This is an optimization exercise on Yosys and OpenROAD, whose aim is small area, a short achievable clock period and few clock cycles, not a production implementation.
Only simulation tests tie the RTL to the original design; equivalence was not proved.
Power and IR drop assume default switching activity.

[design/flow/constraint.sdc]
create_clock -name core_clock -period 12.0 [get_ports {clk}]
set_input_delay 2.4000 -clock core_clock [delete_from_list [all_inputs] [get_ports {clk}]]
set_output_delay 2.4000 -clock core_clock [all_outputs]
set_load 0.01 [all_outputs]
[design/flow/standard.sh]
#!/bin/bash
# synth_recipe.tcl (not shown) runs the flow's synth.tcl, then flattens the netlist and writes it again
# the make line also repeats each setting of config.mk as NAME=value (left out here)
make -C /OpenROAD-flow-scripts/flow DESIGN_CONFIG=/design/flow/config.mk WORK_HOME=/design/flow/orfs CLKGATE_MAP_FILE= SYNTH_SCRIPT=/design/flow/synth_recipe.tcl "${@:-finish}"
[design/flow/config.mk]
export PLATFORM = sky130hd
export DESIGN_NAME = mcv_cal
export DESIGN_NICKNAME = mcv_cal
export VERILOG_FILES = /design/flow/design.v
export SDC_FILE = /design/flow/constraint.sdc
export NUM_CORES = 4
export LEC_CHECK = 0
export CAP_MARGIN = 20
export CORE_MARGIN = 2
export CORE_UTILIZATION = 40
export SLEW_MARGIN = 20
[design/flow/flow/run.sh]
#!/bin/bash
# The standard layout (standard.sh: the standard synthesis and the ORFS
# steps with the standard flow's config.mk and constraint.sdc, unchanged), with two
# changes to how ORFS builds it:
# - repair_timing is asked to leave more setup slack than the default, so
#   that it also shortens paths that already meet the design's clock period;
# - the buffers that ORFS puts on every input and output port are buf_4
#   cells instead of the slow delay cells it picks by default.
set -euo pipefail
bash standard.sh SETUP_SLACK_MARGIN=8.6 \
    "BUFFER_PORTS_ARGS=-buffer_cell sky130_fd_sc_hd__buf_4" finish > run_make.log 2>&1
[design/flow/design.v]
module mcv_mul (
    input  wire [17:0] x,
    input  wire [15:0] g,      
    input  wire [7:0]  bo,     
    input  wire [7:0]  bt,     
    input  wire [7:0]  bn,     
    output wire [34:0] ra,
    output wire [34:0] rb
);
    wire w0 = ((x[0] & bo[0]) | (1'b0 & bt[0])) ^ bn[0];
    wire w1 = ((x[1] & bo[0]) | (x[0] & bt[0])) ^ bn[0];
    wire w2 = ((x[2] & bo[0]) | (x[1] & bt[0])) ^ bn[0];
    wire w3 = ((x[3] & bo[0]) | (x[2] & bt[0])) ^ bn[0];
    wire w4 = ((x[4] & bo[0]) | (x[3] & bt[0])) ^ bn[0];
    wire w5 = ((x[5] & bo[0]) | (x[4] & bt[0])) ^ bn[0];
    wire w6 = ((x[6] & bo[0]) | (x[5] & bt[0])) ^ bn[0];
    wire w7 = ((x[7] & bo[0]) | (x[6] & bt[0])) ^ bn[0];
    wire w8 = ((x[8] & bo[0]) | (x[7] & bt[0])) ^ bn[0];
    wire w9 = ((x[9] & bo[0]) | (x[8] & bt[0])) ^ bn[0];
    wire w10 = ((x[10] & bo[0]) | (x[9] & bt[0])) ^ bn[0];
    wire w11 = ((x[11] & bo[0]) | (x[10] & bt[0])) ^ bn[0];
    wire w12 = ((x[12] & bo[0]) | (x[11] & bt[0])) ^ bn[0];
    wire w13 = ((x[13] & bo[0]) | (x[12] & bt[0])) ^ bn[0];
    wire w14 = ((x[14] & bo[0]) | (x[13] & bt[0])) ^ bn[0];
    wire w15 = ((x[15] & bo[0]) | (x[14] & bt[0])) ^ bn[0];
    wire w16 = ((x[16] & bo[0]) | (x[15] & bt[0])) ^ bn[0];
    wire w17 = ((x[17] & bo[0]) | (x[16] & bt[0])) ^ bn[0];
    wire w18 = ((x[17] & bo[0]) | (x[17] & bt[0])) ^ bn[0];
    wire w19 = ~w18;
    wire w20 = ((x[0] & bo[1]) | (1'b0 & bt[1])) ^ bn[1];
    wire w21 = ((x[1] & bo[1]) | (x[0] & bt[1])) ^ bn[1];
    wire w22 = ((x[2] & bo[1]) | (x[1] & bt[1])) ^ bn[1];
    wire w23 = ((x[3] & bo[1]) | (x[2] & bt[1])) ^ bn[1];
    wire w24 = ((x[4] & bo[1]) | (x[3] & bt[1])) ^ bn[1];
    wire w25 = ((x[5] & bo[1]) | (x[4] & bt[1])) ^ bn[1];
    wire w26 = ((x[6] & bo[1]) | (x[5] & bt[1])) ^ bn[1];
    wire w27 = ((x[7] & bo[1]) | (x[6] & bt[1])) ^ bn[1];
    wire w28 = ((x[8] & bo[1]) | (x[7] & bt[1])) ^ bn[1];
    wire w29 = ((x[9] & bo[1]) | (x[8] & bt[1])) ^ bn[1];
    wire w30 = ((x[10] & bo[1]) | (x[9] & bt[1])) ^ bn[1];
    wire w31 = ((x[11] & bo[1]) | (x[10] & bt[1])) ^ bn[1];
    wire w32 = ((x[12] & bo[1]) | (x[11] & bt[1])) ^ bn[1];
    wire w33 = ((x[13] & bo[1]) | (x[12] & bt[1])) ^ bn[1];
    wire w34 = ((x[14] & bo[1]) | (x[13] & bt[1])) ^ bn[1];
    wire w35 = ((x[15] & bo[1]) | (x[14] & bt[1])) ^ bn[1];
    wire w36 = ((x[16] & bo[1]) | (x[15] & bt[1])) ^ bn[1];
    wire w37 = ((x[17] & bo[1]) | (x[16] & bt[1])) ^ bn[1];
    wire w38 = ((x[17] & bo[1]) | (x[17] & bt[1])) ^ bn[1];
    wire w39 = ~w38;
    wire w40 = ((x[0] & bo[2]) | (1'b0 & bt[2])) ^ bn[2];
    wire w41 = ((x[1] & bo[2]) | (x[0] & bt[2])) ^ bn[2];
    wire w42 = ((x[2] & bo[2]) | (x[1] & bt[2])) ^ bn[2];
    wire w43 = ((x[3] & bo[2]) | (x[2] & bt[2])) ^ bn[2];
    wire w44 = ((x[4] & bo[2]) | (x[3] & bt[2])) ^ bn[2];
    wire w45 = ((x[5] & bo[2]) | (x[4] & bt[2])) ^ bn[2];
    wire w46 = ((x[6] & bo[2]) | (x[5] & bt[2])) ^ bn[2];
    wire w47 = ((x[7] & bo[2]) | (x[6] & bt[2])) ^ bn[2];
    wire w48 = ((x[8] & bo[2]) | (x[7] & bt[2])) ^ bn[2];
    wire w49 = ((x[9] & bo[2]) | (x[8] & bt[2])) ^ bn[2];
    wire w50 = ((x[10] & bo[2]) | (x[9] & bt[2])) ^ bn[2];
    wire w51 = ((x[11] & bo[2]) | (x[10] & bt[2])) ^ bn[2];
    wire w52 = ((x[12] & bo[2]) | (x[11] & bt[2])) ^ bn[2];
    wire w53 = ((x[13] & bo[2]) | (x[12] & bt[2])) ^ bn[2];
    wire w54 = ((x[14] & bo[2]) | (x[13] & bt[2])) ^ bn[2];
    wire w55 = ((x[15] & bo[2]) | (x[14] & bt[2])) ^ bn[2];
    wire w56 = ((x[16] & bo[2]) | (x[15] & bt[2])) ^ bn[2];
    wire w57 = ((x[17] & bo[2]) | (x[16] & bt[2])) ^ bn[2];
    wire w58 = ((x[17] & bo[2]) | (x[17] & bt[2])) ^ bn[2];
    wire w59 = ~w58;
    wire w60 = ((x[0] & bo[3]) | (1'b0 & bt[3])) ^ bn[3];
    wire w61 = ((x[1] & bo[3]) | (x[0] & bt[3])) ^ bn[3];
    wire w62 = ((x[2] & bo[3]) | (x[1] & bt[3])) ^ bn[3];
    wire w63 = ((x[3] & bo[3]) | (x[2] & bt[3])) ^ bn[3];
    wire w64 = ((x[4] & bo[3]) | (x[3] & bt[3])) ^ bn[3];
    wire w65 = ((x[5] & bo[3]) | (x[4] & bt[3])) ^ bn[3];
    wire w66 = ((x[6] & bo[3]) | (x[5] & bt[3])) ^ bn[3];
    wire w67 = ((x[7] & bo[3]) | (x[6] & bt[3])) ^ bn[3];
    wire w68 = ((x[8] & bo[3]) | (x[7] & bt[3])) ^ bn[3];
    wire w69 = ((x[9] & bo[3]) | (x[8] & bt[3])) ^ bn[3];
    wire w70 = ((x[10] & bo[3]) | (x[9] & bt[3])) ^ bn[3];
    wire w71 = ((x[11] & bo[3]) | (x[10] & bt[3])) ^ bn[3];
    wire w72 = ((x[12] & bo[3]) | (x[11] & bt[3])) ^ bn[3];
    wire w73 = ((x[13] & bo[3]) | (x[12] & bt[3])) ^ bn[3];
    wire w74 = ((x[14] & bo[3]) | (x[13] & bt[3])) ^ bn[3];
    wire w75 = ((x[15] & bo[3]) | (x[14] & bt[3])) ^ bn[3];
    wire w76 = ((x[16] & bo[3]) | (x[15] & bt[3])) ^ bn[3];
    wire w77 = ((x[17] & bo[3]) | (x[16] & bt[3])) ^ bn[3];
    wire w78 = ((x[17] & bo[3]) | (x[17] & bt[3])) ^ bn[3];
    wire w79 = ~w78;
    wire w80 = ((x[0] & bo[4]) | (1'b0 & bt[4])) ^ bn[4];
    wire w81 = ((x[1] & bo[4]) | (x[0] & bt[4])) ^ bn[4];
    wire w82 = ((x[2] & bo[4]) | (x[1] & bt[4])) ^ bn[4];
    wire w83 = ((x[3] & bo[4]) | (x[2] & bt[4])) ^ bn[4];
    wire w84 = ((x[4] & bo[4]) | (x[3] & bt[4])) ^ bn[4];
    wire w85 = ((x[5] & bo[4]) | (x[4] & bt[4])) ^ bn[4];
    wire w86 = ((x[6] & bo[4]) | (x[5] & bt[4])) ^ bn[4];
    wire w87 = ((x[7] & bo[4]) | (x[6] & bt[4])) ^ bn[4];
    wire w88 = ((x[8] & bo[4]) | (x[7] & bt[4])) ^ bn[4];
    wire w89 = ((x[9] & bo[4]) | (x[8] & bt[4])) ^ bn[4];
    wire w90 = ((x[10] & bo[4]) | (x[9] & bt[4])) ^ bn[4];
    wire w91 = ((x[11] & bo[4]) | (x[10] & bt[4])) ^ bn[4];
    wire w92 = ((x[12] & bo[4]) | (x[11] & bt[4])) ^ bn[4];
    wire w93 = ((x[13] & bo[4]) | (x[12] & bt[4])) ^ bn[4];
    wire w94 = ((x[14] & bo[4]) | (x[13] & bt[4])) ^ bn[4];
    wire w95 = ((x[15] & bo[4]) | (x[14] & bt[4])) ^ bn[4];
    wire w96 = ((x[16] & bo[4]) | (x[15] & bt[4])) ^ bn[4];
    wire w97 = ((x[17] & bo[4]) | (x[16] & bt[4])) ^ bn[4];
    wire w98 = ((x[17] & bo[4]) | (x[17] & bt[4])) ^ bn[4];
    wire w99 = ~w98;
    wire w100 = ((x[0] & bo[5]) | (1'b0 & bt[5])) ^ bn[5];
    wire w101 = ((x[1] & bo[5]) | (x[0] & bt[5])) ^ bn[5];
    wire w102 = ((x[2] & bo[5]) | (x[1] & bt[5])) ^ bn[5];
    wire w103 = ((x[3] & bo[5]) | (x[2] & bt[5])) ^ bn[5];
    wire w104 = ((x[4] & bo[5]) | (x[3] & bt[5])) ^ bn[5];
    wire w105 = ((x[5] & bo[5]) | (x[4] & bt[5])) ^ bn[5];
    wire w106 = ((x[6] & bo[5]) | (x[5] & bt[5])) ^ bn[5];
    wire w107 = ((x[7] & bo[5]) | (x[6] & bt[5])) ^ bn[5];
    wire w108 = ((x[8] & bo[5]) | (x[7] & bt[5])) ^ bn[5];
    wire w109 = ((x[9] & bo[5]) | (x[8] & bt[5])) ^ bn[5];
    wire w110 = ((x[10] & bo[5]) | (x[9] & bt[5])) ^ bn[5];
    wire w111 = ((x[11] & bo[5]) | (x[10] & bt[5])) ^ bn[5];
    wire w112 = ((x[12] & bo[5]) | (x[11] & bt[5])) ^ bn[5];
    wire w113 = ((x[13] & bo[5]) | (x[12] & bt[5])) ^ bn[5];
    wire w114 = ((x[14] & bo[5]) | (x[13] & bt[5])) ^ bn[5];
    wire w115 = ((x[15] & bo[5]) | (x[14] & bt[5])) ^ bn[5];
    wire w116 = ((x[16] & bo[5]) | (x[15] & bt[5])) ^ bn[5];
    wire w117 = ((x[17] & bo[5]) | (x[16] & bt[5])) ^ bn[5];
    wire w118 = ((x[17] & bo[5]) | (x[17] & bt[5])) ^ bn[5];
    wire w119 = ~w118;
    wire w120 = ((x[0] & bo[6]) | (1'b0 & bt[6])) ^ bn[6];
    wire w121 = ((x[1] & bo[6]) | (x[0] & bt[6])) ^ bn[6];
    wire w122 = ((x[2] & bo[6]) | (x[1] & bt[6])) ^ bn[6];
    wire w123 = ((x[3] & bo[6]) | (x[2] & bt[6])) ^ bn[6];
    wire w124 = ((x[4] & bo[6]) | (x[3] & bt[6])) ^ bn[6];
    wire w125 = ((x[5] & bo[6]) | (x[4] & bt[6])) ^ bn[6];
    wire w126 = ((x[6] & bo[6]) | (x[5] & bt[6])) ^ bn[6];
    wire w127 = ((x[7] & bo[6]) | (x[6] & bt[6])) ^ bn[6];
    wire w128 = ((x[8] & bo[6]) | (x[7] & bt[6])) ^ bn[6];
    wire w129 = ((x[9] & bo[6]) | (x[8] & bt[6])) ^ bn[6];
    wire w130 = ((x[10] & bo[6]) | (x[9] & bt[6])) ^ bn[6];
    wire w131 = ((x[11] & bo[6]) | (x[10] & bt[6])) ^ bn[6];
    wire w132 = ((x[12] & bo[6]) | (x[11] & bt[6])) ^ bn[6];
    wire w133 = ((x[13] & bo[6]) | (x[12] & bt[6])) ^ bn[6];
    wire w134 = ((x[14] & bo[6]) | (x[13] & bt[6])) ^ bn[6];
    wire w135 = ((x[15] & bo[6]) | (x[14] & bt[6])) ^ bn[6];
    wire w136 = ((x[16] & bo[6]) | (x[15] & bt[6])) ^ bn[6];
    wire w137 = ((x[17] & bo[6]) | (x[16] & bt[6])) ^ bn[6];
    wire w138 = ((x[17] & bo[6]) | (x[17] & bt[6])) ^ bn[6];
    wire w139 = ~w138;
    wire w140 = ((x[0] & bo[7]) | (1'b0 & bt[7])) ^ bn[7];
    wire w141 = ((x[1] & bo[7]) | (x[0] & bt[7])) ^ bn[7];
    wire w142 = ((x[2] & bo[7]) | (x[1] & bt[7])) ^ bn[7];
    wire w143 = ((x[3] & bo[7]) | (x[2] & bt[7])) ^ bn[7];
    wire w144 = ((x[4] & bo[7]) | (x[3] & bt[7])) ^ bn[7];
    wire w145 = ((x[5] & bo[7]) | (x[4] & bt[7])) ^ bn[7];
    wire w146 = ((x[6] & bo[7]) | (x[5] & bt[7])) ^ bn[7];
    wire w147 = ((x[7] & bo[7]) | (x[6] & bt[7])) ^ bn[7];
    wire w148 = ((x[8] & bo[7]) | (x[7] & bt[7])) ^ bn[7];
    wire w149 = ((x[9] & bo[7]) | (x[8] & bt[7])) ^ bn[7];
    wire w150 = ((x[10] & bo[7]) | (x[9] & bt[7])) ^ bn[7];
    wire w151 = ((x[11] & bo[7]) | (x[10] & bt[7])) ^ bn[7];
    wire w152 = ((x[12] & bo[7]) | (x[11] & bt[7])) ^ bn[7];
    wire w153 = ((x[13] & bo[7]) | (x[12] & bt[7])) ^ bn[7];
    wire w154 = ((x[14] & bo[7]) | (x[13] & bt[7])) ^ bn[7];
    wire w155 = ((x[15] & bo[7]) | (x[14] & bt[7])) ^ bn[7];
    wire w156 = ((x[16] & bo[7]) | (x[15] & bt[7])) ^ bn[7];
    wire w157 = ((x[17] & bo[7]) | (x[16] & bt[7])) ^ bn[7];
    wire w158 = ((x[17] & bo[7]) | (x[17] & bt[7])) ^ bn[7];
    wire w159 = ~w158;
    wire w160 = g[15] & x[0];
    wire w161 = g[15] & x[1];
    wire w162 = g[15] & x[2];
    wire w163 = g[15] & x[3];
    wire w164 = g[15] & x[4];
    wire w165 = g[15] & x[5];
    wire w166 = g[15] & x[6];
    wire w167 = g[15] & x[7];
    wire w168 = g[15] & x[8];
    wire w169 = g[15] & x[9];
    wire w170 = g[15] & x[10];
    wire w171 = g[15] & x[11];
    wire w172 = g[15] & x[12];
    wire w173 = g[15] & x[13];
    wire w174 = g[15] & x[14];
    wire w175 = g[15] & x[15];
    wire w176 = g[15] & x[16];
    wire w177 = ~(g[15] & x[17]);
    wire w178 = w10 ^ w28;
    wire w179 = w10 & w28;
    wire w180 = w11 ^ w29;
    wire w181 = w11 & w29;
    wire w182 = w12 ^ w30 ^ w48;
    wire w183 = (w12 & w30) | (w12 & w48) | (w30 & w48);
    wire w184 = w66 ^ w84;
    wire w185 = w66 & w84;
    wire w186 = w13 ^ w31 ^ w49;
    wire w187 = (w13 & w31) | (w13 & w49) | (w31 & w49);
    wire w188 = w67 ^ w85;
    wire w189 = w67 & w85;
    wire w190 = w14 ^ w32 ^ w50;
    wire w191 = (w14 & w32) | (w14 & w50) | (w32 & w50);
    wire w192 = w68 ^ w86 ^ w104;
    wire w193 = (w68 & w86) | (w68 & w104) | (w86 & w104);
    wire w194 = w122 ^ w140;
    wire w195 = w122 & w140;
    wire w196 = w15 ^ w33 ^ w51;
    wire w197 = (w15 & w33) | (w15 & w51) | (w33 & w51);
    wire w198 = w69 ^ w87 ^ w105;
    wire w199 = (w69 & w87) | (w69 & w105) | (w87 & w105);
    wire w200 = w123 ^ w141;
    wire w201 = w123 & w141;
    wire w202 = w16 ^ w34 ^ w52;
    wire w203 = (w16 & w34) | (w16 & w52) | (w34 & w52);
    wire w204 = w70 ^ w88 ^ w106;
    wire w205 = (w70 & w88) | (w70 & w106) | (w88 & w106);
    wire w206 = w124 ^ w142 ^ w160;
    wire w207 = (w124 & w142) | (w124 & w160) | (w142 & w160);
    wire w208 = w17 ^ w35 ^ w53;
    wire w209 = (w17 & w35) | (w17 & w53) | (w35 & w53);
    wire w210 = w71 ^ w89 ^ w107;
    wire w211 = (w71 & w89) | (w71 & w107) | (w89 & w107);
    wire w212 = w125 ^ w143 ^ w161;
    wire w213 = (w125 & w143) | (w125 & w161) | (w143 & w161);
    wire w214 = w19 ^ w36 ^ w54;
    wire w215 = (w19 & w36) | (w19 & w54) | (w36 & w54);
    wire w216 = w72 ^ w90 ^ w108;
    wire w217 = (w72 & w90) | (w72 & w108) | (w90 & w108);
    wire w218 = w126 ^ w144 ^ w162;
    wire w219 = (w126 & w144) | (w126 & w162) | (w144 & w162);
    wire w220 = w37 ^ w55 ^ w73;
    wire w221 = (w37 & w55) | (w37 & w73) | (w55 & w73);
    wire w222 = w91 ^ w109 ^ w127;
    wire w223 = (w91 & w109) | (w91 & w127) | (w109 & w127);
    wire w224 = w145 ^ w163;
    wire w225 = w145 & w163;
    wire w226 = w39 ^ w56 ^ w74;
    wire w227 = (w39 & w56) | (w39 & w74) | (w56 & w74);
    wire w228 = w92 ^ w110 ^ w128;
    wire w229 = (w92 & w110) | (w92 & w128) | (w110 & w128);
    wire w230 = w146 ^ w164 ^ 1'b1;
    wire w231 = (w146 & w164) | (w146 & 1'b1) | (w164 & 1'b1);
    wire w232 = w57 ^ w75 ^ w93;
    wire w233 = (w57 & w75) | (w57 & w93) | (w75 & w93);
    wire w234 = w111 ^ w129 ^ w147;
    wire w235 = (w111 & w129) | (w111 & w147) | (w129 & w147);
    wire w236 = w165 ^ 1'b1;
    wire w237 = w165 & 1'b1;
    wire w238 = w59 ^ w76 ^ w94;
    wire w239 = (w59 & w76) | (w59 & w94) | (w76 & w94);
    wire w240 = w112 ^ w130 ^ w148;
    wire w241 = (w112 & w130) | (w112 & w148) | (w130 & w148);
    wire w242 = w77 ^ w95 ^ w113;
    wire w243 = (w77 & w95) | (w77 & w113) | (w95 & w113);
    wire w244 = w131 ^ w149;
    wire w245 = w131 & w149;
    wire w246 = w79 ^ w96 ^ w114;
    wire w247 = (w79 & w96) | (w79 & w114) | (w96 & w114);
    wire w248 = w97 ^ w115;
    wire w249 = w97 & w115;
    wire w250 = w6 ^ w24;
    wire w251 = w6 & w24;
    wire w252 = w7 ^ w25;
    wire w253 = w7 & w25;
    wire w254 = w8 ^ w26 ^ w44;
    wire w255 = (w8 & w26) | (w8 & w44) | (w26 & w44);
    wire w256 = w62 ^ w80;
    wire w257 = w62 & w80;
    wire w258 = w9 ^ w27 ^ w45;
    wire w259 = (w9 & w27) | (w9 & w45) | (w27 & w45);
    wire w260 = w63 ^ w81;
    wire w261 = w63 & w81;
    wire w262 = w178 ^ w46 ^ w64;
    wire w263 = (w178 & w46) | (w178 & w64) | (w46 & w64);
    wire w264 = w82 ^ w100 ^ bn[5];
    wire w265 = (w82 & w100) | (w82 & bn[5]) | (w100 & bn[5]);
    wire w266 = w179 ^ w180 ^ w47;
    wire w267 = (w179 & w180) | (w179 & w47) | (w180 & w47);
    wire w268 = w65 ^ w83 ^ w101;
    wire w269 = (w65 & w83) | (w65 & w101) | (w83 & w101);
    wire w270 = w181 ^ w182 ^ w184;
    wire w271 = (w181 & w182) | (w181 & w184) | (w182 & w184);
    wire w272 = w102 ^ w120 ^ bn[6];
    wire w273 = (w102 & w120) | (w102 & bn[6]) | (w120 & bn[6]);
    wire w274 = w183 ^ w185 ^ w186;
    wire w275 = (w183 & w185) | (w183 & w186) | (w185 & w186);
    wire w276 = w188 ^ w103 ^ w121;
    wire w277 = (w188 & w103) | (w188 & w121) | (w103 & w121);
    wire w278 = w187 ^ w189 ^ w190;
    wire w279 = (w187 & w189) | (w187 & w190) | (w189 & w190);
    wire w280 = w192 ^ w194 ^ bn[7];
    wire w281 = (w192 & w194) | (w192 & bn[7]) | (w194 & bn[7]);
    wire w282 = w191 ^ w193 ^ w195;
    wire w283 = (w191 & w193) | (w191 & w195) | (w193 & w195);
    wire w284 = w196 ^ w198 ^ w200;
    wire w285 = (w196 & w198) | (w196 & w200) | (w198 & w200);
    wire w286 = w197 ^ w199 ^ w201;
    wire w287 = (w197 & w199) | (w197 & w201) | (w199 & w201);
    wire w288 = w202 ^ w204 ^ w206;
    wire w289 = (w202 & w204) | (w202 & w206) | (w204 & w206);
    wire w290 = w203 ^ w205 ^ w207;
    wire w291 = (w203 & w205) | (w203 & w207) | (w205 & w207);
    wire w292 = w208 ^ w210 ^ w212;
    wire w293 = (w208 & w210) | (w208 & w212) | (w210 & w212);
    wire w294 = w209 ^ w211 ^ w213;
    wire w295 = (w209 & w211) | (w209 & w213) | (w211 & w213);
    wire w296 = w214 ^ w216 ^ w218;
    wire w297 = (w214 & w216) | (w214 & w218) | (w216 & w218);
    wire w298 = w215 ^ w217 ^ w219;
    wire w299 = (w215 & w217) | (w215 & w219) | (w217 & w219);
    wire w300 = w220 ^ w222 ^ w224;
    wire w301 = (w220 & w222) | (w220 & w224) | (w222 & w224);
    wire w302 = w221 ^ w223 ^ w225;
    wire w303 = (w221 & w223) | (w221 & w225) | (w223 & w225);
    wire w304 = w226 ^ w228 ^ w230;
    wire w305 = (w226 & w228) | (w226 & w230) | (w228 & w230);
    wire w306 = w227 ^ w229 ^ w231;
    wire w307 = (w227 & w229) | (w227 & w231) | (w229 & w231);
    wire w308 = w232 ^ w234 ^ w236;
    wire w309 = (w232 & w234) | (w232 & w236) | (w234 & w236);
    wire w310 = w233 ^ w235 ^ w237;
    wire w311 = (w233 & w235) | (w233 & w237) | (w235 & w237);
    wire w312 = w238 ^ w240 ^ w166;
    wire w313 = (w238 & w240) | (w238 & w166) | (w240 & w166);
    wire w314 = w239 ^ w241 ^ w242;
    wire w315 = (w239 & w241) | (w239 & w242) | (w241 & w242);
    wire w316 = w244 ^ w167 ^ 1'b1;
    wire w317 = (w244 & w167) | (w244 & 1'b1) | (w167 & 1'b1);
    wire w318 = w243 ^ w245 ^ w246;
    wire w319 = (w243 & w245) | (w243 & w246) | (w245 & w246);
    wire w320 = w132 ^ w150 ^ w168;
    wire w321 = (w132 & w150) | (w132 & w168) | (w150 & w168);
    wire w322 = w247 ^ w248 ^ w133;
    wire w323 = (w247 & w248) | (w247 & w133) | (w248 & w133);
    wire w324 = w151 ^ w169 ^ 1'b1;
    wire w325 = (w151 & w169) | (w151 & 1'b1) | (w169 & 1'b1);
    wire w326 = w249 ^ w99 ^ w116;
    wire w327 = (w249 & w99) | (w249 & w116) | (w99 & w116);
    wire w328 = w134 ^ w152 ^ w170;
    wire w329 = (w134 & w152) | (w134 & w170) | (w152 & w170);
    wire w330 = w117 ^ w135 ^ w153;
    wire w331 = (w117 & w135) | (w117 & w153) | (w135 & w153);
    wire w332 = w171 ^ 1'b1;
    wire w333 = w171 & 1'b1;
    wire w334 = w119 ^ w136 ^ w154;
    wire w335 = (w119 & w136) | (w119 & w154) | (w136 & w154);
    wire w336 = w137 ^ w155;
    wire w337 = w137 & w155;
    wire w338 = w4 ^ w22;
    wire w339 = w4 & w22;
    wire w340 = w5 ^ w23;
    wire w341 = w5 & w23;
    wire w342 = w250 ^ w42 ^ w60;
    wire w343 = (w250 & w42) | (w250 & w60) | (w42 & w60);
    wire w344 = w251 ^ w252 ^ w43;
    wire w345 = (w251 & w252) | (w251 & w43) | (w252 & w43);
    wire w346 = w253 ^ w254 ^ w256;
    wire w347 = (w253 & w254) | (w253 & w256) | (w254 & w256);
    wire w348 = w255 ^ w257 ^ w258;
    wire w349 = (w255 & w257) | (w255 & w258) | (w257 & w258);
    wire w350 = w259 ^ w261 ^ w262;
    wire w351 = (w259 & w261) | (w259 & w262) | (w261 & w262);
    wire w352 = w263 ^ w265 ^ w266;
    wire w353 = (w263 & w265) | (w263 & w266) | (w265 & w266);
    wire w354 = w267 ^ w269 ^ w270;
    wire w355 = (w267 & w269) | (w267 & w270) | (w269 & w270);
    wire w356 = w271 ^ w273 ^ w274;
    wire w357 = (w271 & w273) | (w271 & w274) | (w273 & w274);
    wire w358 = w275 ^ w277 ^ w278;
    wire w359 = (w275 & w277) | (w275 & w278) | (w277 & w278);
    wire w360 = w279 ^ w281 ^ w282;
    wire w361 = (w279 & w281) | (w279 & w282) | (w281 & w282);
    wire w362 = w283 ^ w285 ^ w286;
    wire w363 = (w283 & w285) | (w283 & w286) | (w285 & w286);
    wire w364 = w287 ^ w289 ^ w290;
    wire w365 = (w287 & w289) | (w287 & w290) | (w289 & w290);
    wire w366 = w291 ^ w293 ^ w294;
    wire w367 = (w291 & w293) | (w291 & w294) | (w293 & w294);
    wire w368 = w295 ^ w297 ^ w298;
    wire w369 = (w295 & w297) | (w295 & w298) | (w297 & w298);
    wire w370 = w299 ^ w301 ^ w302;
    wire w371 = (w299 & w301) | (w299 & w302) | (w301 & w302);
    wire w372 = w303 ^ w305 ^ w306;
    wire w373 = (w303 & w305) | (w303 & w306) | (w305 & w306);
    wire w374 = w307 ^ w309 ^ w310;
    wire w375 = (w307 & w309) | (w307 & w310) | (w309 & w310);
    wire w376 = w311 ^ w313 ^ w314;
    wire w377 = (w311 & w313) | (w311 & w314) | (w313 & w314);
    wire w378 = w315 ^ w317 ^ w318;
    wire w379 = (w315 & w317) | (w315 & w318) | (w317 & w318);
    wire w380 = w319 ^ w321 ^ w322;
    wire w381 = (w319 & w321) | (w319 & w322) | (w321 & w322);
    wire w382 = w323 ^ w325 ^ w326;
    wire w383 = (w323 & w325) | (w323 & w326) | (w325 & w326);
    wire w384 = w327 ^ w329 ^ w330;
    wire w385 = (w327 & w329) | (w327 & w330) | (w329 & w330);
    wire w386 = w331 ^ w333 ^ w334;
    wire w387 = (w331 & w333) | (w331 & w334) | (w333 & w334);
    wire w388 = w335 ^ w336 ^ w173;
    wire w389 = (w335 & w336) | (w335 & w173) | (w336 & w173);
    wire w390 = w337 ^ w139 ^ w156;
    wire w391 = (w337 & w139) | (w337 & w156) | (w139 & w156);
    wire w392 = w157 ^ w175;
    wire w393 = w157 & w175;
    wire w394 = w2 ^ w20;
    wire w395 = w2 & w20;
    wire w396 = w3 ^ w21;
    wire w397 = w3 & w21;
    wire w398 = w338 ^ w40 ^ bn[2];
    wire w399 = (w338 & w40) | (w338 & bn[2]) | (w40 & bn[2]);
    wire w400 = w339 ^ w340 ^ w41;
    wire w401 = (w339 & w340) | (w339 & w41) | (w340 & w41);
    wire w402 = w341 ^ w342 ^ bn[3];
    wire w403 = (w341 & w342) | (w341 & bn[3]) | (w342 & bn[3]);
    wire w404 = w343 ^ w344 ^ w61;
    wire w405 = (w343 & w344) | (w343 & w61) | (w344 & w61);
    wire w406 = w345 ^ w346 ^ bn[4];
    wire w407 = (w345 & w346) | (w345 & bn[4]) | (w346 & bn[4]);
    wire w408 = w347 ^ w348 ^ w260;
    wire w409 = (w347 & w348) | (w347 & w260) | (w348 & w260);
    wire w410 = w349 ^ w350 ^ w264;
    wire w411 = (w349 & w350) | (w349 & w264) | (w350 & w264);
    wire w412 = w351 ^ w352 ^ w268;
    wire w413 = (w351 & w352) | (w351 & w268) | (w352 & w268);
    wire w414 = w353 ^ w354 ^ w272;
    wire w415 = (w353 & w354) | (w353 & w272) | (w354 & w272);
    wire w416 = w355 ^ w356 ^ w276;
    wire w417 = (w355 & w356) | (w355 & w276) | (w356 & w276);
    wire w418 = w357 ^ w358 ^ w280;
    wire w419 = (w357 & w358) | (w357 & w280) | (w358 & w280);
    wire w420 = w359 ^ w360 ^ w284;
    wire w421 = (w359 & w360) | (w359 & w284) | (w360 & w284);
    wire w422 = w361 ^ w362 ^ w288;
    wire w423 = (w361 & w362) | (w361 & w288) | (w362 & w288);
    wire w424 = w363 ^ w364 ^ w292;
    wire w425 = (w363 & w364) | (w363 & w292) | (w364 & w292);
    wire w426 = w365 ^ w366 ^ w296;
    wire w427 = (w365 & w366) | (w365 & w296) | (w366 & w296);
    wire w428 = w367 ^ w368 ^ w300;
    wire w429 = (w367 & w368) | (w367 & w300) | (w368 & w300);
    wire w430 = w369 ^ w370 ^ w304;
    wire w431 = (w369 & w370) | (w369 & w304) | (w370 & w304);
    wire w432 = w371 ^ w372 ^ w308;
    wire w433 = (w371 & w372) | (w371 & w308) | (w372 & w308);
    wire w434 = w373 ^ w374 ^ w312;
    wire w435 = (w373 & w374) | (w373 & w312) | (w374 & w312);
    wire w436 = w375 ^ w376 ^ w316;
    wire w437 = (w375 & w376) | (w375 & w316) | (w376 & w316);
    wire w438 = w377 ^ w378 ^ w320;
    wire w439 = (w377 & w378) | (w377 & w320) | (w378 & w320);
    wire w440 = w379 ^ w380 ^ w324;
    wire w441 = (w379 & w380) | (w379 & w324) | (w380 & w324);
    wire w442 = w381 ^ w382 ^ w328;
    wire w443 = (w381 & w382) | (w381 & w328) | (w382 & w328);
    wire w444 = w383 ^ w384 ^ w332;
    wire w445 = (w383 & w384) | (w383 & w332) | (w384 & w332);
    wire w446 = w385 ^ w386 ^ w172;
    wire w447 = (w385 & w386) | (w385 & w172) | (w386 & w172);
    wire w448 = w387 ^ w388 ^ 1'b1;
    wire w449 = (w387 & w388) | (w387 & 1'b1) | (w388 & 1'b1);
    wire w450 = w389 ^ w390 ^ w174;
    wire w451 = (w389 & w390) | (w389 & w174) | (w390 & w174);
    wire w452 = w391 ^ w392 ^ 1'b1;
    wire w453 = (w391 & w392) | (w391 & 1'b1) | (w392 & 1'b1);
    wire w454 = w393 ^ w159 ^ w176;
    wire w455 = (w393 & w159) | (w393 & w176) | (w159 & w176);
    assign ra = {1'b1, w455, w453, w451, w449, w447, w445, w443, w441, w439, w437, w435, w433, w431, w429, w427, w425, w423, w421, w419, w417, w415, w413, w411, w409, w407, w405, w403, w401, w399, w397, w395, w394, w1, w0};
    assign rb = {1'b0, w177, w454, w452, w450, w448, w446, w444, w442, w440, w438, w436, w434, w432, w430, w428, w426, w424, w422, w420, w418, w416, w414, w412, w410, w408, w406, w404, w402, w400, w398, w396, bn[1], 1'b0, bn[0]};
endmodule
module mcv_add12 (
    input  wire [11:0] a,
    input  wire [11:0] b,
    output wire [12:0] s
);
    wire [11:0] p = a ^ b;
    wire g0_1 = (a[1] & b[1]) | (p[1] & (a[0] & b[0]));
    wire q0_1 = p[1] & p[0];
    wire g0_3 = (a[3] & b[3]) | (p[3] & (a[2] & b[2]));
    wire q0_3 = p[3] & p[2];
    wire g0_5 = (a[5] & b[5]) | (p[5] & (a[4] & b[4]));
    wire q0_5 = p[5] & p[4];
    wire g0_7 = (a[7] & b[7]) | (p[7] & (a[6] & b[6]));
    wire q0_7 = p[7] & p[6];
    wire g0_9 = (a[9] & b[9]) | (p[9] & (a[8] & b[8]));
    wire q0_9 = p[9] & p[8];
    wire g0_11 = (a[11] & b[11]) | (p[11] & (a[10] & b[10]));
    wire q0_11 = p[11] & p[10];
    wire g1_2 = (a[2] & b[2]) | (p[2] & g0_1);
    wire q1_2 = p[2] & q0_1;
    wire g1_3 = g0_3 | (q0_3 & g0_1);
    wire q1_3 = q0_3 & q0_1;
    wire g1_6 = (a[6] & b[6]) | (p[6] & g0_5);
    wire q1_6 = p[6] & q0_5;
    wire g1_7 = g0_7 | (q0_7 & g0_5);
    wire q1_7 = q0_7 & q0_5;
    wire g1_10 = (a[10] & b[10]) | (p[10] & g0_9);
    wire q1_10 = p[10] & q0_9;
    wire g1_11 = g0_11 | (q0_11 & g0_9);
    wire q1_11 = q0_11 & q0_9;
    wire g2_4 = (a[4] & b[4]) | (p[4] & g1_3);
    wire q2_4 = p[4] & q1_3;
    wire g2_5 = g0_5 | (q0_5 & g1_3);
    wire q2_5 = q0_5 & q1_3;
    wire g2_6 = g1_6 | (q1_6 & g1_3);
    wire q2_6 = q1_6 & q1_3;
    wire g2_7 = g1_7 | (q1_7 & g1_3);
    wire q2_7 = q1_7 & q1_3;
    wire g3_8 = (a[8] & b[8]) | (p[8] & g2_7);
    wire q3_8 = p[8] & q2_7;
    wire g3_9 = g0_9 | (q0_9 & g2_7);
    wire q3_9 = q0_9 & q2_7;
    wire g3_10 = g1_10 | (q1_10 & g2_7);
    wire q3_10 = q1_10 & q2_7;
    wire g3_11 = g1_11 | (q1_11 & g2_7);
    wire q3_11 = q1_11 & q2_7;
    assign s = {g3_11, p[11] ^ g3_10, p[10] ^ g3_9, p[9] ^ g3_8, p[8] ^ g2_7, p[7] ^ g2_6, p[6] ^ g2_5, p[5] ^ g2_4, p[4] ^ g1_3, p[3] ^ g1_2, p[2] ^ g0_1, p[1] ^ (a[0] & b[0]), p[0]};
endmodule
module mcv_cal (
    input  wire        clk,
    input  wire        rst,
    input  wire        s_valid,
    output wire        s_ready,
    input  wire [1:0]  s_op,       
    input  wire [2:0]  s_conv,
    input  wire [27:0] s_data,
    output reg         o_valid,
    output reg         o_kind,     
    output reg  [2:0]  o_conv,
    output reg  [11:0] o_raw,
    output reg         o_clamp,
    output reg         o_ok,
    output reg  [15:0] o_gain,
    output reg  [11:0] o_offset
);
    localparam OP_MEAS    = 2'd0;
    localparam OP_CAL     = 2'd1;
    localparam OP_RESTART = 2'd2;
    localparam OP_LOAD    = 2'd3;
    integer i;
    reg        busy;             
    reg        rdy;              
    assign s_ready = rdy;
    reg [11:0] cal_off  [0:7];
    reg [15:0] cal_gain [0:7];
    reg [5:0]  cal_cnt  [0:7];
    reg [16:0] sum_lo   [0:7];
    reg [16:0] sum_hi   [0:7];
    reg [7:0]  ld;
    reg [7:0]  em;
    reg [7:0]  hv;
    reg [7:0]  lt;
    reg [7:0]  ld_nx, em_nx, hv_nx, lt_nx;      
    reg        a_v;
    reg [1:0]  a_op;
    reg [2:0]  a_conv;
    reg [27:0] a_data;
    reg [7:0]  a_sm;             
    reg        a_md;             
    reg [7:0]  a_gc;             
    reg [7:0]  a_gh;             
    wire [7:0] s_dec  = 8'd1 << s_conv;
    wire       s_take = s_valid & rdy;
    wire       s_meas = s_op == OP_MEAS;
    wire       s_cal  = s_op == OP_CAL;
    wire       s_last = s_take & s_cal & |(s_dec & lt_nx);
    always @(posedge clk) begin
        a_v    <= s_take & ~rst;
        a_op   <= s_op;
        a_conv <= s_conv;
        a_data <= s_data;
        a_sm   <= s_meas  ? (s_dec & ld_nx) : 8'd0;
        a_md   <= s_meas & ~|(s_dec & ld_nx);
        a_gc   <= s_cal   ? (s_dec & ~em_nx) : 8'd0;
        a_gh   <= s_cal   ? (s_dec & hv_nx) : 8'd0;
    end
    wire        go     = a_v;
    wire [7:0]  a_dec  = 8'd1 << a_conv;
    wire [7:0]  a_sc   = (a_op == OP_CAL) ? a_dec : 8'd0;    
    wire [7:0]  a_sx   = a_op[1] ? a_dec : 8'd0;             
    wire [11:0] a_u    = a_data[11:0];
    reg  [11:0] r_off;
    reg  [15:0] r_gain;
    reg  [5:0]  r_cnt;
    reg  [16:0] r_lo, r_hi;
    always @(*) begin
        r_off = 12'd0; r_gain = {a_md, 15'd0};
        r_cnt = 6'd0; r_lo = 17'd0; r_hi = 17'd0;
        for (i = 0; i < 8; i = i + 1) begin
            r_off   = r_off   | ({12{a_sm[i]}} & cal_off[i]);
            r_gain  = r_gain  | ({16{a_sm[i]}} & cal_gain[i]);
            r_cnt   = r_cnt   | ({6{a_gc[i]}}  & cal_cnt[i]);
            r_lo    = r_lo    | ({17{a_gc[i]}} & sum_lo[i]);
            r_hi    = r_hi    | ({17{a_gh[i]}} & sum_hi[i]);
        end
    end
    wire        c_odd  = r_cnt[0];                          
    wire [5:0]  c_cnt1 = r_cnt + 6'd1;
    wire [12:0] c_lo12, c_hi12;
    mcv_add12 u_alo (.a(r_lo[11:0]), .b(a_u), .s(c_lo12));
    mcv_add12 u_ahi (.a(r_hi[11:0]), .b(a_u), .s(c_hi12));
    wire [4:0]  c_lo5  = r_lo[16:12] + 5'd1;
    wire [4:0]  c_hi5  = r_hi[16:12] + 5'd1;
    wire [16:0] c_lo   = {c_lo12[12] ? c_lo5 : r_lo[16:12], c_lo12[11:0]};
    wire [16:0] c_hi   = {c_hi12[12] ? c_hi5 : r_hi[16:12], c_hi12[11:0]};
    wire do_cal  = go & (a_op == OP_CAL);      
    wire do_lo   = do_cal & ~c_odd;
    wire do_hi   = do_cal & c_odd;             
    wire do_last = do_cal & |(a_sc & lt);      
    wire do_rst  = go & (a_op == OP_RESTART);  
    wire do_load = go & (a_op == OP_LOAD);     
    reg [17:0] dv_d;
    reg [16:0] dv_r;
    reg [3:0]  dv_ro;
    reg [4:0]  dv_n;
    reg        dv_okm;           
    reg [2:0]  dv_conv;
    wire [7:0] dv_sel = 8'd1 << dv_conv;
    reg [5:0]  dv_km;            
    reg [15:0] dv_qg;            
    reg [11:0] dv_qo;            
    wire        dv_k1   = (dv_n == 5'd0);
    wire [17:0] k_d     = dv_d - {1'b0, dv_r};
    wire [17:0] k_l     = k_d + 18'h6666;
    wire [21:0] k_m     = {2'b00, dv_r, 3'b000} - {4'd0, dv_d} + 22'd28679;
    wire [17:0] g_t   = {dv_r, dv_qg[15]};
    wire [18:0] g_s   = {1'b0, g_t} - {1'b0, dv_d};
    wire        g_q   = ~g_s[18];
    wire [15:0] g_nxt = {dv_qg[14:0], g_q};
    wire [4:0]  f_t   = {dv_ro, dv_qo[11]};
    wire        f_q   = (f_t >= 5'd14);
    wire        f_on  = (dv_n >= 5'd5);
    wire [11:0] f_nxt = {dv_qo[10:0], f_q ^ (dv_n == 5'd5)};
    wire        dv_last = (dv_n == 5'd16);
    wire        dv_wr   = busy & dv_last & dv_okm;
    reg        m_v;
    reg [2:0]  m_conv;
    reg [17:0] m_x;
    reg        m_g15;
    reg [7:0]  m_bo, m_bt, m_bn;     
    reg        p_v;
    reg [2:0]  p_conv;
    reg [22:0] p_a;
    reg [22:0] p_b;
    reg        p_c;
    wire [34:0] m_ra, m_rb;
    mcv_mul u_mul (.x(m_x), .g({m_g15, 15'd0}), .bo(m_bo), .bt(m_bt), .bn(m_bn),
                   .ra(m_ra), .rb(m_rb));
    wire [16:0] r_gx = {r_gain, 1'b0};
    reg  [7:0]  r_bo, r_bt, r_bn;
    always @(*) begin
        for (i = 0; i < 8; i = i + 1) begin
            r_bo[i] = r_gx[2*i+1] ^ r_gx[2*i];
            r_bt[i] = (r_gx[2*i+2] & ~r_gx[2*i+1] & ~r_gx[2*i]) |
                      (~r_gx[2*i+2] & r_gx[2*i+1] & r_gx[2*i]);
            r_bn[i] = r_gx[2*i+2] & ~(r_gx[2*i+1] & r_gx[2*i]);
        end
    end
    wire [12:0] m_lo  = {1'b0, m_ra[11:0]} + {1'b0, m_rb[11:0]};
    wire [22:0] q_up  = p_a + p_b + {22'd0, p_c};       
    wire [16:0] q_hi  = q_up[22:6];                     
    wire        m_neg = q_hi[16];
    wire        m_big = ~q_hi[16] & (q_hi[15:13] != 3'd0);
    always @(*) begin
        for (i = 0; i < 8; i = i + 1) begin
            ld_nx[i] = ld[i] | (do_load & a_sx[i]) | (dv_wr & dv_sel[i]);
            em_nx[i] = ((do_lo & a_sc[i]) ? 1'b0 : em[i]) |
                       (do_last & a_sc[i]) | (do_rst & a_sx[i]);
            hv_nx[i] = ((do_hi & a_sc[i]) | hv[i]) &
                       ~((do_last & a_sc[i]) | (do_rst & a_sx[i]));
            lt_nx[i] = ((do_cal & a_sc[i]) ? (~em[i] & (cal_cnt[i] == 6'd62)) : lt[i]) &
                       ~((do_last & a_sc[i]) | (do_rst & a_sx[i]));
            if (rst) begin
                ld_nx[i] = 1'b0;
                em_nx[i] = 1'b1;
                hv_nx[i] = 1'b0;
                lt_nx[i] = 1'b0;
            end
        end
    end
    always @(posedge clk) begin
        m_conv <= a_conv;
        m_x    <= {2'b00, a_u, 4'b0000} - {{6{r_off[11]}}, r_off};
        m_g15  <= r_gain[15];
        m_bo   <= r_bo;
        m_bt   <= r_bt;
        m_bn   <= r_bn;
        p_conv <= m_conv;
        p_a    <= m_ra[34:12];
        p_b    <= m_rb[34:12];
        p_c    <= m_lo[12];
        for (i = 0; i < 8; i = i + 1) begin
            if (do_lo & a_sc[i]) begin
                sum_lo[i]  <= c_lo;
                cal_cnt[i] <= c_cnt1;
            end
            if (do_hi & a_sc[i]) begin
                sum_hi[i]  <= c_hi;
                cal_cnt[i] <= c_cnt1;
            end
            if (busy ? (dv_wr & dv_sel[i]) : (do_load & a_sx[i])) begin
                cal_off[i]  <= busy ? f_nxt : a_data[11:0];
                cal_gain[i] <= busy ? g_nxt : a_data[27:12];
            end
        end
        if (!busy) begin
            dv_d    <= {1'b0, c_hi};
            dv_r    <= r_lo;
            dv_conv <= a_conv;
            dv_n    <= 5'd0;
        end else begin
            dv_n <= dv_n + 5'd1;
            if (dv_k1) begin
                dv_d     <= k_d;
                dv_r     <= 17'h0B333;
                dv_qg    <= k_l[16:1];
                dv_ro    <= k_m[15:12];
                dv_qo    <= k_m[11:0];
                dv_km    <= k_m[21:16];
            end else begin
                if (dv_n == 5'd1)
                    dv_okm <= (dv_km == 6'd0) && ({dv_ro, dv_qo} >= 16'd21504) &&
                              ({dv_ro, dv_qo} <= 16'd35853) &&
                              (dv_d >= 18'd89077) && (dv_d <= 18'd94589);
                dv_r   <= g_q ? g_s[16:0] : g_t[16:0];
                dv_qg  <= g_nxt;
                if (f_on) begin
                    dv_ro <= f_q ? (f_t - 5'd14) : f_t[3:0];
                    dv_qo <= f_nxt;
                end
            end
        end
        o_kind  <= ~p_v;
        o_conv  <= p_v ? p_conv : dv_conv;
        o_raw   <= m_neg ? 12'd0 : (m_big ? 12'd4095 : q_hi[12:1]);
        o_clamp <= m_neg | m_big;
        o_ok    <= dv_okm;
        o_gain  <= g_nxt;
        o_offset <= f_nxt;
        ld <= ld_nx;
        em <= em_nx;
        hv <= hv_nx;
        lt <= lt_nx;
        if (rst) begin
            busy    <= 1'b0;
            rdy     <= 1'b1;
            m_v     <= 1'b0;
            p_v     <= 1'b0;
            o_valid <= 1'b0;
        end else begin
            m_v     <= go & (a_op == OP_MEAS);
            p_v     <= m_v;
            o_valid <= p_v | (busy & dv_last);
            if (s_last)
                rdy <= 1'b0;
            else if (busy & (dv_n == 5'd15))
                rdy <= 1'b1;
            if (do_last)
                busy <= 1'b1;
            else if (busy & dv_last)
                busy <= 1'b0;
        end
    end
endmodule
==> impl_metrics.json, run 1 <==
{
  "status": "timing/DRC/antenna clean",
  "grt_max_degree": 63,
  "num_vias": 27567,
  "htree_levels": 3,
  "clock-sinks": 862,
  "combPwrFrac_pct": 8.2,
  "syn_inst": 3367,
  "syn2layout_area_growth_pct": 16.5,
  "syn_area_per_cell_um2": 12.3,
  "cts_root_buf": "clkbuf_16",
  "r2r_cells": 12,
  "synthTopCellsByArea": "edfxtp_1, dfxtp_1, a22oi_1, fa_1, ha_1",
  "crit_family": "flip-flops",
  "cts_tree": "yes",
  "crit_fanout": 1,
  "worstMarginPinSlew_ns": 0.903,
  "synth.top_cell.area_share_pct": 43.7,
  "synth_cell_types": 87,
  "hold_path_class": "register to register",
  "hold_buffers": 0,
  "nets": 3785,
  "p_per_area_nw_per_um2": 141,
  "place.port_buffers": 83,
  "setup_tns_ns": 0,
  "wl_mm": 113,
  "drtAntennaViolNets": 0,
  "critPathSlowestCell": "dfxtp_4",
  "place_congestion": 0.905,
  "placed_cells": 4704,
  "reg2reg_from": "m_x[10]$_DFF_P_",
  "rsz0062_at_grt": "true",
  "start_kind": "register",
  "antenna_found_initial": 1,
  "internal-power_uw": 5210,
  "yosys_register_bits": 862,
  "final_cell_mix": "edfxtp_1, a22oi_1, inv_1",
  "swShare_pct": 23.5,
  "synthArstFlopShare_pct": 0,
  "gr-total-overflow": 0,
  "setup-violations-final": 0,
  "drive_above_1_share_pct": 16.6,
  "core-area_um2": 103000,
  "yosysTopAreaCell": "edfxtp_1",
  "path_class": "register to output port",
  "syn-num-nets": 3687,
  "whs_ns": 0.329,
  "hpwl_mm": 74.0,
  "grt_pass1_vias": 27632,
  "drc": 0,
  "finClkSkew_ns": 0.0655,
  "hold_start": "m_conv[1]$_DFF_P_",
  "p_leak_uw": 0.0174,
  "row_count": 118,
  "finalHoldViolCount": 0,
  "cap_violations": 0,
  "clkPwrFrac_pct": 43.2,
  "synth_edf_count": 603,
  "worstSkewPairLatency_ns": 0.71,
  "firstDrtPassIters": 5,
  "irDropWorstVdd_v": 0.000111,
  "track_usage_pct": 21.1,
  "rr_endpoint": "p_c$_DFF_P_",
  "placed_area_um2": 43700,
  "cp.arrival_ns": 1.17,
  "slew_viol_final": 0,
  "worst-path-buf-inv": 1,
  "first_iter_violations": 2555,
  "fin_crit_sh_pct": 29.7,
  "power_frac_seq_pct": 48.6,
  "mostFrequentLayoutCell": "edfxtp_1",
  "cp.required_ns": 9.60,
  "dieHeight_um": 326,
  "slowest_delay_ns": 0.36,
  "clockBufferDepth": 3,
  "dieWidth_um": 326,
  "numCtsBuffers": 91,
  "die_area_um2": 106000,
  "routedWlPerCell_um": 23.0,
  "min_path_cells": 0,
  "p_sw_uw": 1600,
  "grt_first_pass_wirelength_mm": 172,
  "holdPathEnd": "p_conv[1]$_DFF_P_",
  "ys.warnings.count": 6,
  "boundaryPins": 84,
  "post-route-min-period_ns": 3.57,
  "path_clk_slew_ns": 0.06,
  "crit_path_end_kind": "output port",
  "design_area_um2": 48200,
  "fmax_mhz": 280,
  "rrSetupSlack_ns": 8.71,
  "path_cells": "buf_6",
  "synth_flop_cell": "edfxtp_1",
  "slew_headroom_pct": 39.4,
  "instances_no_fill": 4923,
  "n_fill_cell": 9279,
  "netlist_area_um2": 41400,
  "via_per_inst": 5.60,
  "seq_area_frac_synth_pct": 56.3,
  "power_uw": 6810,
  "start_util_pct": 40.2
}
==> synthesized netlist by cell type (5+ instances only) <==
cell type  instances
nor4_1             8
xnor2_1          169
o21ai_1            5
xor2_1            99
and2_1            20
nor3b_1           13
o21ai_0          111
inv_1            230
a211o_1           12
a211oi_1          14
o21a_1            18
ha_1             164
and3_1            22
edfxtp_1         603
buf_2             11
clkbuf_1         146
nand4b_1           5
nand4_1           69
nand3b_1           7
nand2_1          159
a22oi_1          406
a221oi_1           5
nor2_1           157
or3_1             11
nand2b_1          23
o2bb2ai_1          9
or2_2              5
nor2b_1           25
o211ai_1          10
a21o_1            39
mux2_2            33
nor3_1            38
o31ai_1            8
or4_1              5
and4_1            20
nand3_1           42
a21oi_1          111
fa_1             120
buf_1             33
a31oi_1           26
dfxtp_1          259
mux2i_1           13
==> cell families (layout without fill, tap and decap cells) <==
family / Yosys count / count (layout) / synth area share (%)
buf+inv: 422 / 597 / 3.88
simple gates: 650 / 650 / 8.12
other cells: 0 / 1 / 0
flops: 862 / 862 / 56.3
mux: 47 / 47 / 1.27
compound gates: 832 / 832 / 14.0
xor+xnor: 270 / 270 / 5.75
fa+ha+maj: 284 / 284 / 10.8
==> per-stage QoR <==
| step | worst slack, ns | utilization (%) |
|---|---|---|
| 3_3_place_gp | 8.06 | 42.4 |
| 3_5_place_dp | 8.01 | 42.4 |
| 4_1_cts | 8.39 | 46.1 |
| 2_1_floorplan | 8.44 | - |
| 6_report | 8.43 | 46.8 |
| 5_1_grt | 8.40 | 46.8 |
==> flip-flops by register name, indices dropped and copies added (netlist names), 17 cells and up <==
| name | count |
|---|---|
| sum_hi | 136 |
| sum_lo | 136 |
| cal_gain | 128 |
| cal_off | 96 |
| cal_cnt | 48 |
| a_data | 28 |
| p_a | 22 |
| p_b | 22 |
| dv_d | 18 |
| m_x | 18 |
| dv_r | 17 |
==> power groups by stage <==
stage               Clock (uW)  Sequential, uW  Combinational (uW)
floorplan                    0            3340                 362
global route              3090            3320                 625
CTS                       2980            3310                 532
global placement             0            3370                 500
detailed placement           0            3370                 504
finish                    2940            3310                 559
==> routing by layer <==
layer	part of all wire [%]	track usage (%)
met4	2.6	6.03
met2	47	34.1
met1	44	29.5
met3	5.9	3.03
met5	0	0
==> how the worst max path moves through the flow <==
| stage | start | to | slack, ns | depth (start not counted) |
|---|---|---|---|---|
| detailed placement | a_gh[0]$_SDFF_PP0_ | dv_d[15]$_DFFE_PN_ | 8.01 | 14 |
| CTS | o_gain[0]$_DFF_P_ | o_gain[0] | 8.39 | 1 |
| global placement | a_gh[3]$_SDFF_PP0_ | dv_d[15]$_DFFE_PN_ | 8.06 | 14 |
| global route | o_gain[0]$_DFF_P_ | o_gain[0] | 8.40 | 1 |
| finish | o_gain[0]$_DFF_P_ | o_gain[0] | 8.43 | 1 |
| floorplan | m_bn[2]$_DFF_P_ | p_c$_DFF_P_ | 8.44 | 14 |
==> worst register-to-register path, delay by kind of cell (launching register included) <==
kind	cells	cell delay (ns)
adders and majority gates	5	2.05
DFF	1	0.32
AOI/OAI and AO/OA	2	0.31
buffers and inverters	3	0.24
xor gates and xnor gates	1	0.15
and+or+nand+nor	1	0.06
==> what timing repair did <==
item	CTS	global route
pin swaps	12	45
gates resized for setup	170	135
setup buffers	15	32
gates cloned	0	1
setup endpoints to repair	273	284
==> final cells by class <==
cell class	count	area, um2	area share (%)
Antenna cell	1	2.50	0.00519
Clock buffer	114	2390	4.96
Clock inverter	56	753	1.56
Inverter	231	867	1.80
Multi-Input combinational cell	2083	17200	35.6
Sequential cell	862	23500	48.6
Tap cell	1380	1730	3.58
Timing Repair Buffer	196	1870	3.89
Testbench counts, summed over its fixed seeds: cycles 19,150.
==> run 2: changes to the inputs <==
==> design/flow/run.sh (new file) <==
#!/bin/bash
# synth_recipe.tcl (not shown) runs the flow's synth.tcl, then flattens the netlist and writes it again
# the make line also repeats each setting of config.mk as NAME=value (left out here)
make -C /OpenROAD-flow-scripts/flow DESIGN_CONFIG=/design/flow/config.mk WORK_HOME=/design/flow/orfs CLKGATE_MAP_FILE= SYNTH_SCRIPT=/design/flow/synth_recipe.tcl finish
removed: design/flow/flow/run.sh
removed: design/flow/standard.sh
==> run 2 against run 1 <==
Effect of this change:
- highest routed layer is now met5
- area after synthesis stayed put
- critical path depth is 13 higher
- count of clock-buffer cells in the layout increased by 6
- total power decreased by 0.88%
- die area is the same
- still clean on timing, DRC and antenna
- cell count is 0.87% lower
- wire length decreased by 2.2%
- worst setup slack got worse by 0.59 ns
- combinational power decreased by 8.1%
- sequential power barely moved
- design area fell by 2.6%
- worst hold slack worse by 0.0083 ns
==> impl_metrics.json, run 2 <==
{
  "p_per_area_nw_per_um2": 144,
  "worstSkewPairLatency_ns": 0.71,
  "hpwl_mm": 72.0,
  "irDropWorstVdd_v": 0.000126,
  "cts_root_buf": "clkbuf_16",
  "fin_crit_sh_pct": 34.6,
  "row_count": 118,
  "via_per_inst": 5.59,
  "synthTopCellsByArea": "edfxtp_1, dfxtp_1, a22oi_1, fa_1, ha_1",
  "slew_viol_final": 0,
  "start_kind": "register",
  "yosysTopAreaCell": "edfxtp_1",
  "worstMarginPinSlew_ns": 1.05,
  "cp.arrival_ns": 4.72,
  "fmax_mhz": 241,
  "dieHeight_um": 326,
  "post-route-min-period_ns": 4.15,
  "antenna_cells": 0,
  "num_vias": 27278,
  "synth_common_cells": "edfxtp_1, a22oi_1, dfxtp_1",
  "grt_max_degree": 63,
  "syn_area_per_cell_um2": 12.3,
  "track_usage_pct": 20.6,
  "crit_fanout": 17,
  "boundaryPins": 84,
  "instances_no_fill": 4880,
  "slew_headroom_pct": 29.7,
  "synthArstFlopShare_pct": 0,
  "drtAntennaViolNets": 0,
  "layout_setup_ws_ns": 7.85,
  "core-area_um2": 103000,
  "clock-sinks": 862,
  "placed_area_um2": 43900,
  "grt_util_met2_pct": 33.3,
  "yosys_register_bits": 862,
  "grt_pass1_vias": 26766,
  "mostFrequentLayoutCell": "edfxtp_1",
  "place.port_buffers": 83,
  "routedWlPerCell_um": 22.7,
  "setup-violations-final": 0,
  "syn2layout_area_growth_pct": 13.5,
  "syn-num-nets": 3687,
  "cts_tree": "yes",
  "final_cell_mix": "edfxtp_1, a22oi_1, dfxtp_1",
  "grt_first_pass_wirelength_mm": 168,
  "p_leak_uw": 0.0169,
  "finalHoldViolCount": 0,
  "cts_resized": 0,
  "numCtsBuffers": 94,
  "synth_flop_cell": "edfxtp_1",
  "first_iter_violations": 2412,
  "setup_tns_ns": 0,
  "synth.top_cell.area_share_pct": 43.7,
  "cap_violations": 0,
  "dp_slack_ns": 7.69,
  "start_util_pct": 40.2,
  "path_class": "register to register",
  "firstDrtPassIters": 5,
  "gr-total-overflow": 0,
  "clockBufferDepth": 3,
  "drive_above_1_share_pct": 8.31,
  "rsz0062_at_grt": "false",
  "placed_cells": 4704,
  "fin_util_pct": 45.6,
  "antenna_found_initial": 2,
  "synth_cell_types": 87,
  "place_congestion": 0.900,
  "status": "timing/DRC/antenna clean",
  "hold_buffers": 0,
  "hold_path_class": "register to register",
  "syn_inst": 3367,
  "nets": 3740,
  "dieWidth_um": 326,
  "top_regs": "sum_hi x136, sum_lo x136, cal_gain x128",
  "synth.most_common_cell": "edfxtp_1",
  "wl_mm": 111,
  "ys.warnings.count": 6,
  "crit_path_end_kind": "register",
  "path_clk_slew_ns": 0.06,
  "seq_area_frac_synth_pct": 56.3,
  "design_area_um2": 47000,
  "htree_levels": 3,
  "netlist_area_um2": 41400,
  "drc": 0,
  "use_met3_pct": 3.06,
  "finClkSkew_ns": 0.107,
  "cp.required_ns": 12.57,
  "postCtsSetupBuffers": 0,
  "grt.busiest_layer": "met2",
  "met1_usage_pct": 29.3,
  "die_area_um2": 106000,
  "synth_edf_count": 603
}
==> run 2: cell counts after synthesis <==
Identical to the previous run, type by type.
==> run 2: cells by family after synthesis <==
logic type               count (synthesis)  share of synthesized area [%]
buffers and inverters                  422                           3.88
adder cells (fa/ha/maj)                284                           10.8
multiplexers                            47                           1.27
flip-flops                             862                           56.3
XOR/XNOR                               270                           5.75
AND/OR/NAND/NOR                        650                           8.12
AO/OA/AOI/OAI                          832                           14.0
==> run 2: metrics by stage <==
| step | hold slack [ns] | total power [uW] |
|---|---|---|
| final | 0.321 | 6750 |
| after global routing | 0.340 | 6980 |
| after CTS | 0.326 | 6800 |
| after detailed placement | 0.314 | 3880 |
| after global placement | 0.311 | 3880 |
| after floorplan | 0.310 | 3700 |
==> run 2: final timing paths <==
kind,slack (ns),cells past startpoint,startpoint,end
worst min-delay path,0.32,0,m_conv[2]$_DFF_P_,p_conv[2]$_DFF_P_
worst max register to register,7.85,14,a_gh[7]$_SDFF_PP0_,dv_d[15]$_DFFE_PN_
worst max-delay path,7.85,14,a_gh[7]$_SDFF_PP0_,dv_d[15]$_DFFE_PN_
worst min register to register,0.32,0,m_conv[2]$_DFF_P_,p_conv[2]$_DFF_P_
==> run 2: worst max-delay path, cell delays in order (launching register included) <==
cell	delay, ns
dfxtp_1	0.94
a22oi_1	0.18
nand4_1	0.13
ha_1	0.15
inv_1	0.05
fa_1	0.38
nor2b_1	0.13
o21ai_0	0.09
a21boi_0	0.26
o41ai_1	0.10
a21oi_1	0.29
a31oi_1	0.25
and4b_1	0.32
xor2_1	0.48
mux2_2	0.26
==> run 2: metal layers <==
| metal | routed length, um | up-vias |
|---|---|---|
| li1 | - | 12557 |
| met2 | 51500 | 867 |
| met3 | 6600 | 143 |
| met5 | 13 | - |
| met1 | 50700 | 13709 |
| met4 | 2000 | 2 |
==> run 2: layout make-up <==
class	instances	area [um2]
fill	9414	56000
sequential	862	23300
multi-input combinational	2083	16700
clock buffer	120	2470
tap	1380	1730
timing repair buffer	148	1320
inverter	231	867
clock inverter	56	671
==> run 2: where the power goes <==
part           switching [uW]  internal [uW]
combinational             294            221
sequential               61.4           3250
clock                    1250           1680
total                    1610           5140

==> separate check: timing with driven ports <==
No port has a modelled driver above. Below, the same layouts with a new extraction and two added sets of constraints.
Step 1, drivers: a clkbuf_16 drives clk and a buf_2 each remaining input, both assumed.
Step 2 times the ports against the registers' clock, not the clock port: input delays grow and output delays shrink by t, the midpoint of the rising clock arrivals with the driver on.
Three values: ideal ports, drivers, drivers and shift; two values: the first two.
run	t, ns	setup WS [ns]	worst setup path at the end
run 1	0.736	8.431 / 8.368 / 8.106	input to register
run 2	0.720	7.845 / 7.836 / 7.649	input to register
After both steps every run listed still meets setup and hold. For run 1, which loses most, drivers alone change the setup slack by -0.063 ns; drivers and shift together by -0.325 ns.
